Context: an optimization exercise on an open-source flow, tuned for small area, a short achievable clock period and few clock cycles per item. The choices shown serve that exercise and are no tape-out recipe. At most, simulation tests tie the RTL to the original design; equivalence was not proved.

Setup of build 10:
Design aes_cell, start of the top module:
module aes_cell (
    input  wire         clk,
    input  wire         rst,           
    input  wire         in_valid,
    output wire         in_ready,
    input  wire         in_decrypt,    
    input  wire         in_key256,     
    input  wire [255:0] in_key,
    input  wire [127:0] in_block,
    output wire         out_valid,
    output wire [127:0] out_block
);
For scale: ~14000 cells after synthesis, ~1500 flip-flops, ~520 I/O pins, ~110000 µm² of cells after synthesis.
clock: 12.0 ns
lec_check: 0
cap_margin: 20
core_margin: 2
core_utilization: 25
place_density: 0.35
slew_margin: 20
standard.sh (not shown) runs the stock make flow with config.mk's settings and CLKGATE_MAP_FILE= SYNTH_SCRIPT=/design/flow/synth_recipe.tcl, a recipe that flattens the netlist after the stock synthesis.
==> flow/flow/run.sh <==
#!/bin/bash
# Own layout flow: the standard ORFS flow, except that
#  - synthesis maps the combinational logic with the ABC script in
#    flow/abc.script instead of ORFS's, and
#  - repair_timing aims for the setup margin in flow/margin.txt (ns below the
#    12 ns clock), so that the design is sized for a shorter achieved period.
# The clock period, SDC and everything else are the standard flow's.
set -euo pipefail
W=$PWD
MARGIN=$(cat "$W/flow/margin.txt")
cat > "$W/own_synth.tcl" <<EOF2
proc abc {args} {
  set i [lsearch -exact \$args -script]
  if {\$i >= 0} { set args [lreplace \$args [expr {\$i + 1}] [expr {\$i + 1}] $W/flow/abc.script] }
  puts "own_synth: abc with \$args"
  yosys abc {*}\$args
}
source $W/synth_recipe.tcl
EOF2
sed "s#SYNTH_SCRIPT=[^ ]*#SYNTH_SCRIPT=$W/own_synth.tcl#" standard.sh > own_standard.sh
grep -q "own_synth.tcl" own_standard.sh
bash own_standard.sh SETUP_SLACK_MARGIN=$MARGIN finish > "$W/flow_make.log" 2>&1
==> flow/flow/abc.script <==
strash
dch
map -a
==> flow/flow/margin.txt <==
6.5
Build 10 was carried through to the last stage, and its layout satisfied the timing, DRC and antenna checks.
Testbench counts of build 10, summed over its fixed seeds: cycles 48,025, items 3,200.
Input changes introduced in build 70 (baseline for comparison: build 10):
==> flow/flow/margin.txt <==
6.0
### Flow results
- Build 10 has a higher area taken by multi-input logic gates than build 70.
- There was hardly any difference in sequential cell area share between build 70 and build 10.
- Share of final-layout standard cells stronger than drive strength 1 in build 70 is 0.39 points lower than in build 10
Here is what was changed in the inputs of build 93 compared with build 70.
==> flow/flow/run.sh <==
#!/bin/bash
# Own layout flow: the standard ORFS flow, except that synthesis maps the
# combinational logic with the ABC script in flow/abc.script instead of ORFS's.
# Everything else (registers, flattening, renaming, floorplan, placement,
# CTS, routing) is the standard flow.
set -euo pipefail
W=$PWD
cat > "$W/own_synth.tcl" <<EOF2
proc abc {args} {
  set i [lsearch -exact \$args -script]
  if {\$i >= 0} { set args [lreplace \$args [expr {\$i + 1}] [expr {\$i + 1}] $W/flow/abc.script] }
  puts "own_synth: abc with \$args"
  yosys abc {*}\$args
}
source $W/synth_recipe.tcl
EOF2
sed "s#SYNTH_SCRIPT=[^ ]*#SYNTH_SCRIPT=$W/own_synth.tcl#" standard.sh > own_standard.sh
grep -q "own_synth.tcl" own_standard.sh
bash own_standard.sh > "$W/flow_make.log" 2>&1
removed: flow/flow/margin.txt
[summary]
- The final critical delay including setup and external delays number comes out lower for build 70 vs build 93.
- Compared with build 70, build 93 shows a worst setup slack that is 0.58 ns lower.
- p_m[54]$_DFF_P_ as the start point of the critical path was reported by build 70, and p_km[56]$_DFF_P_ by build 93.
- On utilization, build 70 and build 93 are neck and neck.
- Headroom to the max-slew limit (lower): build 93
- Build 93 finished every stage and its layout cleared the timing, DRC and antenna checks.
- Looking at end point of the critical path, the q_st[36]$_DFF_P_ result is from build 93; the q_st[118]$_DFF_P_ one comes from build 70.
- Between build 93 and build 70, the final wirelength figures differ only marginally.
- Delta (build 93 minus build 70): violation count after the first detailed-routing iteration decreased 166.
- | total global routing track utilization | build 70 vs build 93 | ≈ equal |

---

Setup of v6:
Another version of the RTL of aes_cell (not shown whole).
Size in the first run: roughly 1500 flip-flops, roughly 520 I/O pins, roughly 96000 um2 of cells after synthesis.
## aes_cell
module aes_cell (
    input  wire         clk,
    input  wire         rst,           
    input  wire         in_valid,
    output wire         in_ready,
    input  wire         in_decrypt,    
    input  wire         in_key256,     
    input  wire [255:0] in_key,
    input  wire [127:0] in_block,
    output reg          out_valid,
    output reg  [127:0] out_block
);
    function [7:0] xt;
        input [7:0] a;
        xt = {a[6:0], 1'b0} ^ (a[7] ? 8'h1b : 8'h00);
    endfunction
    function [7:0] xtinv;       
        input [7:0] a;
        xtinv = a[0] ? ({1'b1, a[7:1]} ^ 8'h0d) : {1'b0, a[7:1]};
    endfunction
    function [127:0] shiftrows;
        input [127:0] s;
        integer i;
        begin
            for (i = 0; i < 16; i = i + 1)
                shiftrows[127 - 8 * i -: 8] = s[127 - 8 * ((i % 4) + 4 * (((i / 4) + (i % 4)) % 4)) -: 8];
        end
    endfunction
    function [127:0] invshiftrows;
        input [127:0] s;
        integer i;
        begin
            for (i = 0; i < 16; i = i + 1)
                invshiftrows[127 - 8 * i -: 8] = s[127 - 8 * ((i % 4) + 4 * (((i / 4) + 4 - (i % 4)) % 4)) -: 8];
        end
    endfunction
    reg  [127:0] q_st, q_kt;
    reg  [255:0] q_kw;
    reg  [31:0]  q_ks;
    reg          q_ks1;         
    reg          q_busy, q_dec, q_k256, q_pre, q_par;
    reg          q_done;        
    reg  [3:0]   q_cnt;
  ...
Settings: LEC_CHECK=0, CAP_MARGIN=20, CORE_MARGIN=2, CORE_UTILIZATION=40, CTS_CLUSTER_DIAMETER=150, CTS_CLUSTER_SIZE=20, PLACE_DENSITY=0.6, SLEW_MARGIN=20; clock period 12.0 ns.
==> flow/flow/run.sh <==
#!/bin/bash
# Own layout flow: the standard ORFS flow (standard.sh), except that
#  - synthesis maps the combinational logic with the ABC script in
#    flow/abc.script instead of ORFS's (registers are mapped before ABC, as
#    in the standard synthesis), and
#  - the ORFS make variables in flow/make_args.txt (one per line) are added:
#    a setup margin for repair_timing, so the design is sized for a shorter
#    achieved period than the 12 ns clock, and the buffer cell for the port
#    buffers.
# The clock period, SDC and everything else are the standard flow's.
set -euo pipefail
W=$PWD
cat > "$W/own_synth.tcl" <<EOF2
proc abc {args} {
  set i [lsearch -exact \$args -script]
  if {\$i >= 0} { set args [lreplace \$args [expr {\$i + 1}] [expr {\$i + 1}] $W/flow/abc.script] }
  puts "own_synth: abc with \$args"
  yosys abc {*}\$args
}
source $W/synth_recipe.tcl
EOF2
sed "s#SYNTH_SCRIPT=[^ ]*#SYNTH_SCRIPT=$W/own_synth.tcl#" standard.sh > own_standard.sh
grep -q "own_synth.tcl" own_standard.sh
ARGS=()
while IFS= read -r line; do
  [[ -n "$line" && "$line" != \#* ]] && ARGS+=("$line")
done < "$W/flow/make_args.txt"
bash own_standard.sh "${ARGS[@]}" finish > "$W/flow_make.log" 2>&1
==> flow/flow/abc.script <==
&get -n
&st
&dch
&nf
&put
==> flow/flow/make_args.txt <==
SETUP_SLACK_MARGIN=8.0
BUFFER_PORTS_ARGS=-buffer_cell sky130_fd_sc_hd__buf_1
v6 went all the way through the flow, and no timing, DRC or antenna check failed.
Testbench counts of v6, summed over its fixed seeds: cycles 47,949, items 3,200.
--- input diff v6..v7 ---
# v6
export LEC_CHECK = 0
export CAP_MARGIN = 20
export CORE_MARGIN = 2
export CORE_UTILIZATION = 40
export CTS_CLUSTER_DIAMETER = 150
export CTS_CLUSTER_SIZE = 20
export PLACE_DENSITY = 0.6
export SLEW_MARGIN = 20
create_clock -name core_clock -period 12.0 [get_ports {clk}]
# v7
export LEC_CHECK = 0
export CAP_MARGIN = 20
export CORE_MARGIN = 2
export CORE_UTILIZATION = 40
export PLACE_DENSITY = 0.6
export SLEW_MARGIN = 20
create_clock -name core_clock -period 12.0 [get_ports {clk}]
Compared with v6, placement density in the core of v7 is higher. v7 — period utilization 0.71 points lower, v6 as reference. Compared with v6, v7 shows a higher CTS buffer count. On v7: count of buffer and inverter cells on the critical path is 5 lower than what v6 gave.

---

Another version of the RTL of aes_cell (not shown whole).
Size: about 21000 cells after synthesis, ~520 I/O pins, ~110000 um2 of cells after synthesis.
clock: 12.0 ns
lec_check: 0
abc_area: 1
abc_clock_period_in_ps: 4000
cap_margin: 20
core_margin: 2
core_utilization: 25
place_density: 0.35
slew_margin: 20
run.sh (not shown) runs the stock make flow with config.mk's settings and CLKGATE_MAP_FILE= SYNTH_SCRIPT=/design/flow/synth_recipe.tcl, a recipe that flattens the netlist after the stock synthesis.
Stock flow here: none of the scripts above is used.
Rerun with:
--- a/flow/config.mk
+++ b/flow/config.mk
@@ -8,2 +7,0 @@
-export ABC_AREA = 1
-export ABC_CLOCK_PERIOD_IN_PS = 4000
@@ -13,0 +12 @@
+export SETUP_SLACK_MARGIN = 5
Effect:
- The changed run completed and failed the layout checks on max-capacitance violations, max-slew violations
- sequential cell count stays the same
- worst setup slack gets better by 1700 ps
- non-clock buffer count increases by 2885
- first-iteration DRC count increases by about 0.46%
- final area increases by about 50%
- global-route usage decreases by 0.21 points
- die area increases by 7.0%
- final cell count decreases by 15%
- area after synthesis increases by 7.1%
- critical path depth decreases by 10
- synthesized cell count decreases by 32%
Rerun with:
--- a/flow/config.mk
+++ b/flow/config.mk
@@ -12 +11,0 @@
-export SETUP_SLACK_MARGIN = 5
After rerunning:
- The changed run passed the timing, DRC and antenna checks
- clock skew is lower by 18 ps
- synthesized cell count does not change
- die area does not change
Rerun with:
--- a/flow/config.mk
+++ b/flow/config.mk
@@ -7,0 +8 @@
+export ABC_AREA = 1
Outcome: The changed run finished clean. Area after synthesis goes down by a few percent. Wire length is higher slightly. Synthesized cell count came out higher by well over a third. Flip-flop and latch count stays the same. Cell count rose by a quarter to a third. Sequential share of layout area rises by 0.77 points. Final area came out lower by a little under a tenth. Global-route usage goes up by 2.4 points.
No run of this note included a check of the RTL's function; only the layout flow was run.

---

Another version of the RTL of aes_cell (not shown whole).
Size in the first run: roughly 1600 flip-flops, roughly 520 I/O pins.
==> flow/config.mk <==
export PLATFORM = sky130hd
export DESIGN_NAME = aes_cell
export DESIGN_NICKNAME = aes_cell
export VERILOG_FILES = /design/flow/design.v
export SDC_FILE = /design/flow/constraint.sdc
export NUM_CORES = 8
export LEC_CHECK = 0
export CAP_MARGIN = 20
export CORE_MARGIN = 2
export CORE_UTILIZATION = 40
export CTS_BUF_LIST = sky130_fd_sc_hd__clkbuf_8
export CTS_CLUSTER_SIZE = 24
export PLACE_DENSITY = 0.6
export SLEW_MARGIN = 20
==> flow/constraint.sdc <==
create_clock -name core_clock -period 12.0 [get_ports {clk}]
set_input_delay 2.4000 -clock core_clock [delete_from_list [all_inputs] [get_ports {clk}]]
set_output_delay 2.4000 -clock core_clock [all_outputs]
set_load 0.01 [all_outputs]
standard.sh (not shown) runs the stock make flow with config.mk's settings and CLKGATE_MAP_FILE= SYNTH_SCRIPT=/design/flow/synth_recipe.tcl, a recipe that flattens the netlist after the stock synthesis.
==> flow/flow/run.sh <==
#!/bin/bash
# Own layout flow: the standard ORFS flow, except that
#  - synthesis maps the combinational logic with the ABC script in
#    flow/abc.script instead of ORFS's, and
#  - repair_timing aims for the setup margin in flow/margin.txt (ns below the
#    12 ns clock), so that the design is sized for a shorter achieved period.
# The clock period, SDC and everything else are the standard flow's.
set -euo pipefail
W=$PWD
MARGIN=$(cat "$W/flow/margin.txt")
cat > "$W/own_synth.tcl" <<EOF2
proc abc {args} {
  set i [lsearch -exact \$args -script]
  if {\$i >= 0} { set args [lreplace \$args [expr {\$i + 1}] [expr {\$i + 1}] $W/flow/abc.script] }
  puts "own_synth: abc with \$args"
  yosys abc {*}\$args
}
source $W/synth_recipe.tcl
EOF2
sed "s#SYNTH_SCRIPT=[^ ]*#SYNTH_SCRIPT=$W/own_synth.tcl#" standard.sh > own_standard.sh
grep -q "own_synth.tcl" own_standard.sh
bash own_standard.sh SETUP_SLACK_MARGIN=$MARGIN finish > "$W/flow_make.log" 2>&1
==> flow/flow/abc.script <==
strash
dch
map -a
==> flow/flow/margin.txt <==
8.0
The first run finished clean.
Testbench counts at the start, summed over its fixed seeds: cycles 48,720, items 3,200.
Next try:
==> flow/flow/run.sh (replaced) <==
#!/bin/bash
# Own layout flow: the standard ORFS flow, except that synthesis maps the
# combinational logic with the ABC script in flow/abc.script instead of ORFS's.
# Everything else (registers, flattening, renaming, floorplan, placement,
# CTS, routing) is the standard flow.
set -euo pipefail
W=$PWD
cat > "$W/own_synth.tcl" <<EOF2
proc abc {args} {
  set i [lsearch -exact \$args -script]
  if {\$i >= 0} { set args [lreplace \$args [expr {\$i + 1}] [expr {\$i + 1}] $W/flow/abc.script] }
  puts "own_synth: abc with \$args"
  yosys abc {*}\$args
}
source $W/synth_recipe.tcl
EOF2
sed "s#SYNTH_SCRIPT=[^ ]*#SYNTH_SCRIPT=$W/own_synth.tcl#" standard.sh > own_standard.sh
grep -q "own_synth.tcl" own_standard.sh
bash own_standard.sh > "$W/flow_make.log" 2>&1
CORE_UTILIZATION = 25   (was 40)
CTS_BUF_LIST = unset   (was sky130_fd_sc_hd__clkbuf_8)
CTS_CLUSTER_SIZE = unset   (was 24)
PLACE_DENSITY = 0.35   (was 0.6)
removed: flow/flow/margin.txt
After rerunning: Critical path depth came out higher by 13; routed wire length went up by 16%; worst setup slack is worse by 1.5 ns; maximum frequency shrinks by 26%; hold slack stays flat.
Next try:
--- a/flow/flow/run.sh
+++ b/flow/flow/run.sh
@@ -2,4 +2,6 @@
-# Own layout flow: the standard ORFS flow, except that synthesis maps the
-# combinational logic with the ABC script in flow/abc.script instead of ORFS's.
-# Everything else (registers, flattening, renaming, floorplan, placement,
-# CTS, routing) is the standard flow.
+# Own layout flow: the standard ORFS flow, except that
+#  - synthesis maps the combinational logic with the ABC script in
+#    flow/abc.script instead of ORFS's, and
+#  - repair_timing aims for the setup margin in flow/margin.txt (ns below the
+#    12 ns clock), so that the design is sized for a shorter achieved period.
+# The clock period, SDC and everything else are the standard flow's.
@@ -7,0 +10 @@
+MARGIN=$(cat "$W/flow/margin.txt")
@@ -19 +22 @@
-bash own_standard.sh > "$W/flow_make.log" 2>&1
+bash own_standard.sh SETUP_SLACK_MARGIN=$MARGIN finish > "$W/flow_make.log" 2>&1
==> flow/flow/margin.txt (new file) <==
8.0
CORE_UTILIZATION = 55   (was 25)
PLACE_DENSITY = 0.75   (was 0.35)
Cell count goes down by 14%.
Core utilization rises by 38 points.
Setup slack improves by 1.5 ns.
Synthesized cell count is unchanged.
Final area came out higher by 1.8%.
Count of clock-buffer cells in the layout decreases by 59.
Non-clock buffer count is higher by 142.
Wire length goes down by 18%.
Next try:
==> flow/flow/margin.txt (replaced) <==
7.0
CORE_UTILIZATION = 25   (was 55)
PLACE_DENSITY = 0.35   (was 0.75)
Outcome: The changed run completed without violations. Final cell count went up by about 17%. Count of clock-buffer cells in the layout came out higher by 51.
Next try:
==> flow/flow/abc.script (replaced) <==
&get -n
&st
&dch
&nf
&put
==> flow/flow/margin.txt (replaced) <==
8.0
CORE_UTILIZATION = 40   (was 25)
PLACE_DENSITY = 0.6   (was 0.35)
- routed wire length went down by 21%
- core utilization grows by 19 points
- global-route usage went up by 8.1 points
- worst setup slack improves by 0.82 ns
- count of clock-buffer cells in the layout drops by 36

---

Starting RTL as in the previous note.
clock: 12.0 ns
lec_check: 0
cap_margin: 20
core_margin: 2
core_utilization: 25
place_density: 0.35
slew_margin: 20
==> flow/flow/run.sh <==
#!/bin/bash
# Own layout flow: the standard ORFS flow (standard.sh), except that
#  - synthesis maps the combinational logic with the ABC script in
#    flow/abc.script instead of ORFS's (registers are mapped before ABC, as
#    in the standard synthesis), and
#  - the ORFS make variables in flow/make_args.txt (one per line) are added:
#    a setup margin for repair_timing, so the design is sized for a shorter
#    achieved period than the 12 ns clock, and the buffer cell for the port
#    buffers.
# The clock period, SDC and everything else are the standard flow's.
set -euo pipefail
W=$PWD
cat > "$W/own_synth.tcl" <<EOF2
proc abc {args} {
  set i [lsearch -exact \$args -script]
  if {\$i >= 0} { set args [lreplace \$args [expr {\$i + 1}] [expr {\$i + 1}] $W/flow/abc.script] }
  puts "own_synth: abc with \$args"
  yosys abc {*}\$args
}
source $W/synth_recipe.tcl
EOF2
sed "s#SYNTH_SCRIPT=[^ ]*#SYNTH_SCRIPT=$W/own_synth.tcl#" standard.sh > own_standard.sh
grep -q "own_synth.tcl" own_standard.sh
ARGS=()
while IFS= read -r line; do
  [[ -n "$line" && "$line" != \#* ]] && ARGS+=("$line")
done < "$W/flow/make_args.txt"
bash own_standard.sh "${ARGS[@]}" finish > "$W/flow_make.log" 2>&1
==> flow/flow/abc.script <==
strash
dch
map -a
==> flow/flow/make_args.txt <==
SETUP_SLACK_MARGIN=9.0
BUFFER_PORTS_ARGS=-buffer_cell sky130_fd_sc_hd__buf_1
Testbench counts at the start, summed over its fixed seeds: cycles 48,720, items 3,200.
Then changed:
==> flow/flow/run.sh (replaced) <==
#!/bin/bash
# Own layout flow: the standard ORFS flow, except that
#  - synthesis maps the combinational logic with the ABC script in
#    flow/abc.script instead of ORFS's, and
#  - repair_timing aims for the setup margin in flow/margin.txt (ns below the
#    12 ns clock), so that the design is sized for a shorter achieved period.
# The clock period, SDC and everything else are the standard flow's.
set -euo pipefail
W=$PWD
MARGIN=$(cat "$W/flow/margin.txt")
cat > "$W/own_synth.tcl" <<EOF2
proc abc {args} {
  set i [lsearch -exact \$args -script]
  if {\$i >= 0} { set args [lreplace \$args [expr {\$i + 1}] [expr {\$i + 1}] $W/flow/abc.script] }
  puts "own_synth: abc with \$args"
  yosys abc {*}\$args
}
source $W/synth_recipe.tcl
EOF2
sed "s#SYNTH_SCRIPT=[^ ]*#SYNTH_SCRIPT=$W/own_synth.tcl#" standard.sh > own_standard.sh
grep -q "own_synth.tcl" own_standard.sh
bash own_standard.sh SETUP_SLACK_MARGIN=$MARGIN finish > "$W/flow_make.log" 2>&1
==> flow/flow/margin.txt (new file) <==
8.0
removed: flow/flow/make_args.txt
Result: Global-route usage goes down by 2.9 points; critical path depth goes up by 11.
Then changed:
==> flow/flow/abc.script (replaced) <==
strash
dch
map
--- a/flow/config.mk
+++ b/flow/config.mk
@@ -9,4 +9,4 @@
 export CORE_MARGIN = 2
-export CORE_UTILIZATION = 25
-export PLACE_DENSITY = 0.35
+export CORE_UTILIZATION = 40
+export PLACE_DENSITY = 0.6
 export SLEW_MARGIN = 20
After rerunning: The new run completed, yet does not pass: capacitance limit, slew limit. Non-clock buffer count came out higher by 141. Die area drops by 18%. Synthesized cell count rises by 61%. Fmax falls by 8.6%. Global-route usage rose by 28 points. Design area goes up by 23%. Utilization rose by 16 points. Critical path depth is unchanged.

## port drivers added, routing unchanged
No port has a modelled driver above. Below, the same layouts with a new extraction and two added sets of constraints.
Step 1: set_driving_cell puts a clkbuf_16 on clk and a buf_2 on each other input, an assumption about the parent block.
Step 2, shift: input delay + t, output delay - t, t = (earliest + latest rising clock arrival at the registers) / 2. This alone moves slack from input paths to output paths.
Three values: ideal, step 1, step 2; two values: the first two.
| run | t (ns) | setup slack, ns | worst setup path after step 2 | clock arrival spread, ns | worst register clock-pin slew, ns |
|---|---|---|---|---|---|
| build 10 | 1.063 | 6.438 / 6.438 / 6.438 | register to register | 0.081 / 0.081 | 0.07 / 0.07 |
| build 70 | 1.055 | 6.031 / 6.024 / 6.031 | register to register | 0.082 / 0.083 | 0.07 / 0.07 |
| build 93 | 1.042 | 5.450 / 5.450 / 5.450 | register to register | 0.080 / 0.080 | 0.07 / 0.07 |
| v6 | 0.938 | 7.779 / 7.779 / 7.779 | register to register | 0.086 / 0.087 | 0.11 / 0.11 |
| v7 | 0.979 | 7.865 / 7.865 / 7.865 | register to register | 0.060 / 0.059 | 0.07 / 0.07 |
| the first run of note 3 | 0.816 | 2.329 / 2.329 / 2.329 | register to register | 0.051 / 0.051 | 0.07 / 0.07 |
| the second run of note 3 | 0.863 | 4.073 / 4.073 / 4.073 | register to register | 0.093 / 0.093 | 0.08 / 0.08 |
| the third run of note 3 | 0.869 | 0.915 / 0.915 / 0.915 | register to register | 0.076 / 0.076 | 0.08 / 0.08 |
| the fourth run of note 3 | 0.816 | 2.329 / 2.329 / 2.329 | register to register | 0.051 / 0.051 | 0.07 / 0.07 |
| the first run of note 4 | 1.202 | 7.861 / 7.754 / 6.873 | input to register | 0.101 / 0.101 | 0.07 / 0.07 |
| the second run of note 4 | 1.065 | 6.410 / 6.410 / 6.393 | input to register | 0.076 / 0.075 | 0.08 / 0.08 |
| the third run of note 4 | 0.966 | 7.868 / 7.868 / 7.101 | input to register | 0.061 / 0.060 | 0.07 / 0.07 |
| the fourth run of note 4 | 1.066 | 7.007 / 6.967 / 6.591 | input to register | 0.077 / 0.077 | 0.07 / 0.07 |
| the fifth run of note 4 | 1.002 | 7.830 / 7.830 / 7.060 | input to register | 0.091 / 0.091 | 0.07 / 0.07 |
| the first run of note 5 | 1.079 | 7.914 / 7.793 / 7.818 | input to register | 0.088 / 0.089 | 0.08 / 0.08 |
| the second run of note 5 | 1.082 | 7.924 / 7.829 / 7.058 | input to register | 0.059 / 0.058 | 0.07 / 0.07 |
| the third run of note 5 | 1.126 | 7.538 / 7.538 / 6.786 | input to register | 0.138 / 0.138 | 0.08 / 0.08 |
For the first run of note 4, which loses most, drivers alone change the setup slack by -0.107 ns; drivers and shift together by -0.988 ns.
